From an optimization exercise on the open Yosys and OpenROAD flow, aimed at small area, a short achievable clock period and few clock cycles; shortcuts taken in it are not production practice.
Only simulation tests tie the RTL to the original design; equivalence was not proved.

==> flow/design.v <==
module kk7_comb_add (
    input  wire [31:0] y,
    input  wire        skip,
    input  wire        us,
    input  wire [8:0]  ueb,
    input  wire [27:0] um,
    output wire [31:0] r
);
    integer i;
    wire        ys    = y[31];
    wire [7:0]  yf    = y[30:23];
    wire        y_sp  = &yf;                        
    wire        y_nan = y_sp && (y[22:0] != 23'd0);
    wire        y_nz  = (yf != 8'd0);
    wire [8:0]  yeb   = {1'b0, yf[7:1], yf[0] | !y_nz};
    wire [27:0] ym    = {y_nz, y[22:0], 4'b0000};
    wire        eff_sub = us ^ ys;
    wire [9:0]  d1    = {1'b0, ueb} - {1'b0, yeb};
    wire [9:0]  d2    = {1'b0, yeb} - {1'b0, ueb};
    wire        dneg  = d1[9];                      
    wire        d0    = (d1 == 10'd0);
    wire        swap0 = d0 && eff_sub && (ym > um);
    wire [27:0] m_b   = dneg ? ym : um;             
    wire [27:0] m_s   = dneg ? um : ym;             
    wire [8:0]  e_big = dneg ? yeb : ueb;
    wire        s_r   = (dneg || swap0) ? ys : us;
    wire [9:0]  dab   = dneg ? d2 : d1;
    wire [4:0]  sh    = (dab[9:5] != 5'd0) ? 5'd31 : dab[4:0];
    wire [30:0] s_sh  = {m_s, 3'b000} >> sh;
    reg  [27:0] lowmask;
    always @* begin
        for (i = 0; i < 28; i = i + 1)
            lowmask[i] = ({27'd0, sh} >= i + 3);
    end
    wire        jam   = |(m_s & lowmask);
    wire [31:0] b_w   = {1'b0, m_b, 3'b000};
    wire [31:0] s_w   = {1'b0, s_sh[30:1], jam};
    wire [32:0] t_c   = {b_w, 1'b1} + {s_w ^ {32{eff_sub}}, eff_sub && !swap0};
    wire [31:0] sum   = t_c[32:1] ^ {32{swap0}};
    reg  [31:0] lim;
    always @* begin
        for (i = 0; i < 32; i = i + 1)
            lim[i] = (e_big == 9'd31 - i);
    end
    wire [31:0] sum_l = sum | lim;
    reg  [4:0]  lz;
    always @* begin
        lz = 5'd0;
        for (i = 0; i < 32; i = i + 1)
            if (sum_l[i]) lz = 5'd31 - i[4:0];
    end
    wire [31:0] nrm  = sum << lz;
    wire [23:0] mant = nrm[31:8];
    wire        inc  = nrm[7] & ((|nrm[6:0]) | mant[0]);
    wire [9:0]  fld0 = {1'b0, e_big} - {5'd0, lz} + {9'd0, mant[23]};
    wire [32:0] pk   = {fld0, mant[22:0]} + {32'd0, inc};
    wire        ovf  = (fld0 >= 10'd255) || ((fld0 == 10'd254) && inc && (&mant[22:0]));
    wire        zero = (sum == 32'd0);
    wire        pass = skip || y_sp;
    wire [31:0] r_sp = (skip || !y_nan) ? y : 32'h7FC0_0000;
    wire [31:0] r_nm = zero ? 32'h0000_0000 :
                       ovf  ? {s_r, 8'hFF, 23'd0} : {s_r, pk[30:0]};
    assign r = pass ? r_sp : r_nm;
endmodule
module kk7_combiner (
    input  wire         clk,
    input  wire         rst,
    input  wire         in_valid,
    output wire         in_ready,
    input  wire [31:0]  in_y,        
    input  wire         in_acc,      
    input  wire         in_ofmt,     
    input  wire         in_align,    
    input  wire         in_nan,      
    input  wire [199:0] in_s,        
    input  wire [63:0]  in_code,     
    input  wire [79:0]  in_ea,       
    output wire         out_valid,
    input  wire         out_ready,
    output wire [31:0]  out_y,
    output wire         out_ovf      
);
    integer i;
    reg        busy;        
    reg  [7:1] rem;         
    reg        rdy;         
    reg  [1:0] pend;        
    wire codes_equal = (in_code[15:8]  == in_code[7:0]) && (in_code[23:16] == in_code[7:0]) &&
                       (in_code[31:24] == in_code[7:0]) && (in_code[39:32] == in_code[7:0]) &&
                       (in_code[47:40] == in_code[7:0]) && (in_code[55:48] == in_code[7:0]) &&
                       (in_code[63:56] == in_code[7:0]);
    wire in_fused = in_align && codes_equal && (in_code[7:0] != 8'h00) && (in_code[7:0] != 8'hFF);
    reg  any_ff;
    reg  [7:1] act;
    always @* begin
        any_ff = in_nan;
        for (i = 0; i < 8; i = i + 1)
            any_ff = any_ff | (in_code[8*i +: 8] == 8'hFF);
        for (i = 1; i < 8; i = i + 1)
            act[i] = (in_code[8*i +: 8] != 8'h00) && (in_s[25*i +: 25] != 25'd0);
    end
    wire [7:1] rem_low  = rem & ~(rem - 7'd1);    
    wire [7:1] rem_rest = rem & (rem - 7'd1);
    wire       rem_many = (rem_rest != 7'd0);
    wire first  = !busy && in_valid;
    wire accept = busy && rdy;                     
    wire fetch  = first || (busy && (rem_many || rdy));
    wire [7:0] sel = busy ? {rem_low, 1'b0} : 8'd1;    
    wire       j_real = first || (rem != 7'd0);    
    wire       deliver = out_valid && out_ready;
    wire [7:1] rem_nx  = first ? (any_ff ? 7'd0 : act) :
                         (busy && rem_many) ? rem_rest :
                         accept ? 7'd0 : rem;
    wire       busy_nx = first || (busy && !accept);
    wire [1:0] pend_nx = pend + {1'b0, accept} - {1'b0, deliver};
    reg        fused_q;     
    always @(posedge clk) begin
        if (rst) begin
            busy <= 1'b0;
            rem  <= 7'd0;
            rdy  <= 1'b0;
            pend <= 2'd0;
        end else begin
            busy <= busy_nx;
            rem  <= rem_nx;
            rdy  <= busy && !accept && (!rem_many || ((rem_rest & (rem_rest - 7'd1)) == 7'd0)) &&
                    !pend_nx[1];
            pend <= pend_nx;
        end
        if (first) fused_q <= in_fused;
    end
    assign in_ready = rdy;
    reg [24:0] s_sel;
    reg [7:0]  code_sel;
    reg [9:0]  ea_sel;
    always @* begin
        s_sel = 25'd0; code_sel = 8'd0; ea_sel = 10'd0;
        for (i = 0; i < 8; i = i + 1) begin
            s_sel    = s_sel    | (in_s[25*i +: 25] & {25{sel[i]}});
            code_sel = code_sel | (in_code[8*i +: 8] & {8{sel[i]}});
            ea_sel   = ea_sel   | (in_ea[10*i +: 10] & {10{sel[i]}});
        end
    end
    reg        t_v, t_first, t_last, t_real, t_fused, t_ofmt, t_nan;
    reg [24:0] t_s;
    reg [7:0]  t_code;
    reg [9:0]  t_ea;
    always @(posedge clk) begin
        if (rst) begin
            t_v <= 1'b0; t_first <= 1'b0; t_last <= 1'b0;
        end else begin
            t_v     <= fetch;
            t_first <= first;
            t_last  <= accept;
        end
        t_real  <= fetch && j_real;
        t_fused <= first ? in_fused : fused_q;
        t_ofmt  <= in_ofmt;
        t_nan   <= any_ff;
        t_s     <= s_sel;
        t_code  <= code_sel;
        t_ea    <= ea_sel;
    end
    reg  [27:0] acc;        
    reg  [10:0] x0;         
    wire signed [10:0] x_j = $signed({3'b000, t_code}) - 11'sd127 + $signed({t_ea[9], t_ea});
    wire [27:0] s_ext   = t_real ? {{3{t_s[24]}}, t_s} : 28'd0;
    wire [27:0] acc_nx  = (t_first ? 28'd0 : acc) + s_ext;
    wire [27:0] val     = t_fused ? acc_nx : s_ext;
    wire signed [10:0] x = (t_fused && !t_first) ? x0 : x_j;
    wire        emit    = t_v && (t_fused ? t_last : (t_real && t_code != 8'h00));
    always @(posedge clk) begin
        acc <= acc_nx;
        if (t_first) x0 <= x_j;
    end
    wire        p_sign = val[27];
    wire [27:0] p_mag  = p_sign ? -val : val;
    wire signed [11:0] p_q = $signed({x[10], x}) + 12'sd153;
    wire        p_neg  = p_q[11];
    reg  [27:0] p_lim;
    always @* begin
        for (i = 0; i < 28; i = i + 1)
            p_lim[i] = (p_q == 27 - i);
    end
    wire [27:0] p_ml   = p_mag | p_lim;
    reg  [4:0]  p_lz;
    always @* begin
        p_lz = 5'd0;
        for (i = 0; i < 28; i = i + 1)
            if (p_ml[i]) p_lz = 5'd27 - i[4:0];
    end
    wire [4:0]  p_rs   = (p_q < -12'sd31) ? 5'd31 : -p_q[4:0];
    wire [4:0]  p_rot  = p_neg ? -p_rs : p_lz;       
    reg  [31:0] p_rv [0:5];
    integer k;
    always @* begin
        p_rv[0] = {4'b0000, p_mag};
        for (k = 0; k < 5; k = k + 1)
            p_rv[k+1] = p_rot[k] ? ((p_rv[k] << (1 << k)) | (p_rv[k] >> (32 - (1 << k)))) : p_rv[k];
    end
    reg  [31:0] p_wrap;
    always @* begin
        for (i = 0; i < 32; i = i + 1)
            p_wrap[i] = p_neg && ({27'd0, p_rs} >= 32 - i);
    end
    wire        p_jam  = |(p_rv[5] & p_wrap);
    wire [27:0] p_m    = (p_rv[5][27:0] & ~p_wrap[27:0]) | {27'd0, p_jam};
    wire signed [12:0] p_eb = $signed({{2{x[10]}}, x}) + 13'sd154 - $signed({8'd0, p_lz});
    wire [8:0]  p_e    = p_neg ? 9'd1 : (p_eb > 13'sd256) ? 9'd256 : p_eb[8:0];
    reg        u_skip, u_last, u_sign, u_ofmt, u_nan;
    reg [8:0]  u_eb;
    reg [27:0] u_m;
    always @(posedge clk) begin
        if (rst) begin
            u_skip <= 1'b1; u_last <= 1'b0;
        end else begin
            u_skip <= !emit || (val == 28'd0);
            u_last <= t_v && t_last;
        end
        u_sign <= p_sign;
        u_eb   <= p_e;
        u_m    <= p_m;
        u_ofmt <= t_ofmt;
        u_nan  <= t_nan;
    end
    reg  [31:0] y;
    wire [31:0] y_nx;
    kk7_comb_add u_add (
        .y    (y),
        .skip (u_skip),
        .us   (u_sign),
        .ueb  (u_eb),
        .um   (u_m),
        .r    (y_nx)
    );
    reg        r_v, r_ofmt, r_nan;
    reg [31:0] r_y;
    reg        o_v, o_ovf;
    reg [31:0] o_y;
    wire       o_free = !o_v || out_ready;
    always @(posedge clk) begin
        if (t_v && t_first)
            y <= in_acc ? in_y : 32'h0000_0000;
        else
            y <= y_nx;
        if (rst) begin
            r_v <= 1'b0;
            o_v <= 1'b0;
        end else begin
            r_v <= u_last || (r_v && !o_free);
            o_v <= r_v || (o_v && !out_ready);
        end
        if (u_last) begin
            r_y    <= y_nx;
            r_ofmt <= u_ofmt;
            r_nan  <= u_nan;
        end
        if (r_v && o_free) begin
            o_y   <= res;
            o_ovf <= ovf;
        end
    end
    wire        y_is_nan = (r_y[30:23] == 8'hFF) && (r_y[22:0] != 23'd0);
    wire [15:0] bf_rnd   = r_y[31:16] + {15'd0, r_y[15] & ((|r_y[14:0]) | r_y[16])};
    wire [15:0] bf       = y_is_nan ? 16'h7FC0 : bf_rnd;
    wire [31:0] res      = r_nan  ? (r_ofmt ? 32'h0000_7FC0 : 32'h7FC0_0000) :
                           r_ofmt ? {16'h0000, bf} : r_y;
    wire        ovf      = r_ofmt ? (res[14:0] == 15'h7F80) : (res[30:0] == 31'h7F80_0000);
    assign out_valid = o_v;
    assign out_y     = o_y;
    assign out_ovf   = o_ovf;
endmodule
export LEC_CHECK = 0
export ABC_AREA = 1
export CAP_MARGIN = 20
export CORE_MARGIN = 2
export CORE_UTILIZATION = 40
export SLEW_MARGIN = 20
create_clock -name core_clock -period 38.0 [get_ports {clk}]
standard.sh (not shown) runs the stock make flow with config.mk's settings and CLKGATE_MAP_FILE= SYNTH_SCRIPT=/design/flow/synth_recipe.tcl, a recipe that flattens the netlist after the stock synthesis.
==> flow/flow/run.sh <==
#!/bin/bash
# Standard layout, with timing repair asked to aim well below the clock period.
bash standard.sh SETUP_SLACK_MARGIN=27.5 finish > standard.log 2>&1
Testbench counts at the start, summed over its fixed seeds: cycles 32,572.
==> next run, changes <==
--- a/flow/design.v
+++ b/flow/design.v
@@ -1,20 +1,21 @@
 module kk7_comb_add (
     input  wire [31:0] y,
+    input  wire        y_nz,        
     input  wire        skip,
     input  wire        us,
     input  wire [8:0]  ueb,
     input  wire [27:0] um,
-    output wire [31:0] r
+    output wire [31:0] r,
+    output wire        r_nz         
 );
     integer i;
     wire        ys    = y[31];
     wire [7:0]  yf    = y[30:23];
     wire        y_sp  = &yf;                        
     wire        y_nan = y_sp && (y[22:0] != 23'd0);
-    wire        y_nz  = (yf != 8'd0);
     wire [8:0]  yeb   = {1'b0, yf[7:1], yf[0] | !y_nz};
     wire [27:0] ym    = {y_nz, y[22:0], 4'b0000};
     wire        eff_sub = us ^ ys;
     wire [9:0]  d1    = {1'b0, ueb} - {1'b0, yeb};
     wire [9:0]  d2    = {1'b0, yeb} - {1'b0, ueb};
     wire        dneg  = d1[9];                      
@@ -58,12 +59,14 @@
     wire        zero = (sum == 32'd0);
     wire        pass = skip || y_sp;
     wire [31:0] r_sp = (skip || !y_nan) ? y : 32'h7FC0_0000;
     wire [31:0] r_nm = zero ? 32'h0000_0000 :
                        ovf  ? {s_r, 8'hFF, 23'd0} : {s_r, pk[30:0]};
     assign r = pass ? r_sp : r_nm;
+    assign r_nz = pass ? (y_nz || (y_nan && !skip)) :
+                         (!zero && (ovf || (fld0 != 10'd0) || (inc && (&mant[22:0]))));
 endmodule
 module kk7_combiner (
     input  wire         clk,
     input  wire         rst,
     input  wire         in_valid,
     output wire         in_ready,
@@ -221,31 +224,38 @@
         u_eb   <= p_e;
         u_m    <= p_m;
         u_ofmt <= t_ofmt;
         u_nan  <= t_nan;
     end
     reg  [31:0] y;
+    reg         y_nz;       
     wire [31:0] y_nx;
+    wire        y_nz_nx;
     kk7_comb_add u_add (
         .y    (y),
+        .y_nz (y_nz),
         .skip (u_skip),
         .us   (u_sign),
         .ueb  (u_eb),
         .um   (u_m),
-        .r    (y_nx)
+        .r    (y_nx),
+        .r_nz (y_nz_nx)
     );
     reg        r_v, r_ofmt, r_nan;
     reg [31:0] r_y;
     reg        o_v, o_ovf;
     reg [31:0] o_y;
     wire       o_free = !o_v || out_ready;
     always @(posedge clk) begin
-        if (t_v && t_first)
-            y <= in_acc ? in_y : 32'h0000_0000;
-        else
-            y <= y_nx;
+        if (t_v && t_first) begin
+            y    <= in_acc ? in_y : 32'h0000_0000;
+            y_nz <= in_acc && (in_y[30:23] != 8'd0);
+        end else begin
+            y    <= y_nx;
+            y_nz <= y_nz_nx;
+        end
         if (rst) begin
             r_v <= 1'b0;
             o_v <= 1'b0;
         end else begin
             r_v <= u_last || (r_v && !o_free);
             o_v <= r_v || (o_v && !out_ready);
- worst setup slack improved by 0.49 ns
- hold slack got worse by 0.017 ns
- wire length rises by 1.4%
- cell area falls by 0.69%
- via count falls by 0.88%
- fmax rises by 4.9%
- global-route usage rises by 0.44 points
- die area falls by 1.3%
- utilization stays flat
- first-iteration DRC count rises by 15%
- cell count falls by 0.98%
Testbench counts after the change, summed over its fixed seeds: cycles 32,572.

[afterwards: timing with drivers on the ports]
The flow's constraints put no driver on any port. The routed layouts listed below were extracted and timed again, unchanged, in two steps.
Step 1 sets driving cells, clkbuf_16 on the clock port and buf_2 on the other inputs (assumed; they add their load-dependent delay and slew).
Step 2 moves the port delays by t, midway between the first and last clock arrival at a register: inputs arrive t later, outputs are due t later. That takes back most of the time a late clock gives input paths.
Slacks: ideal ports / drivers / drivers and shift; pairs: ideal ports / drivers.
run	t, ns	slack for setup (ns)	pins driven straight from the clock port
the first run	0.621	27.467 / 27.467 / 27.467	1
the second run	0.620	27.955 / 27.979 / 27.359	1
After both steps setup and hold are still met in every run listed. For the second run, which loses most, drivers alone change the setup slack by +0.024 ns; drivers and shift together by -0.596 ns.
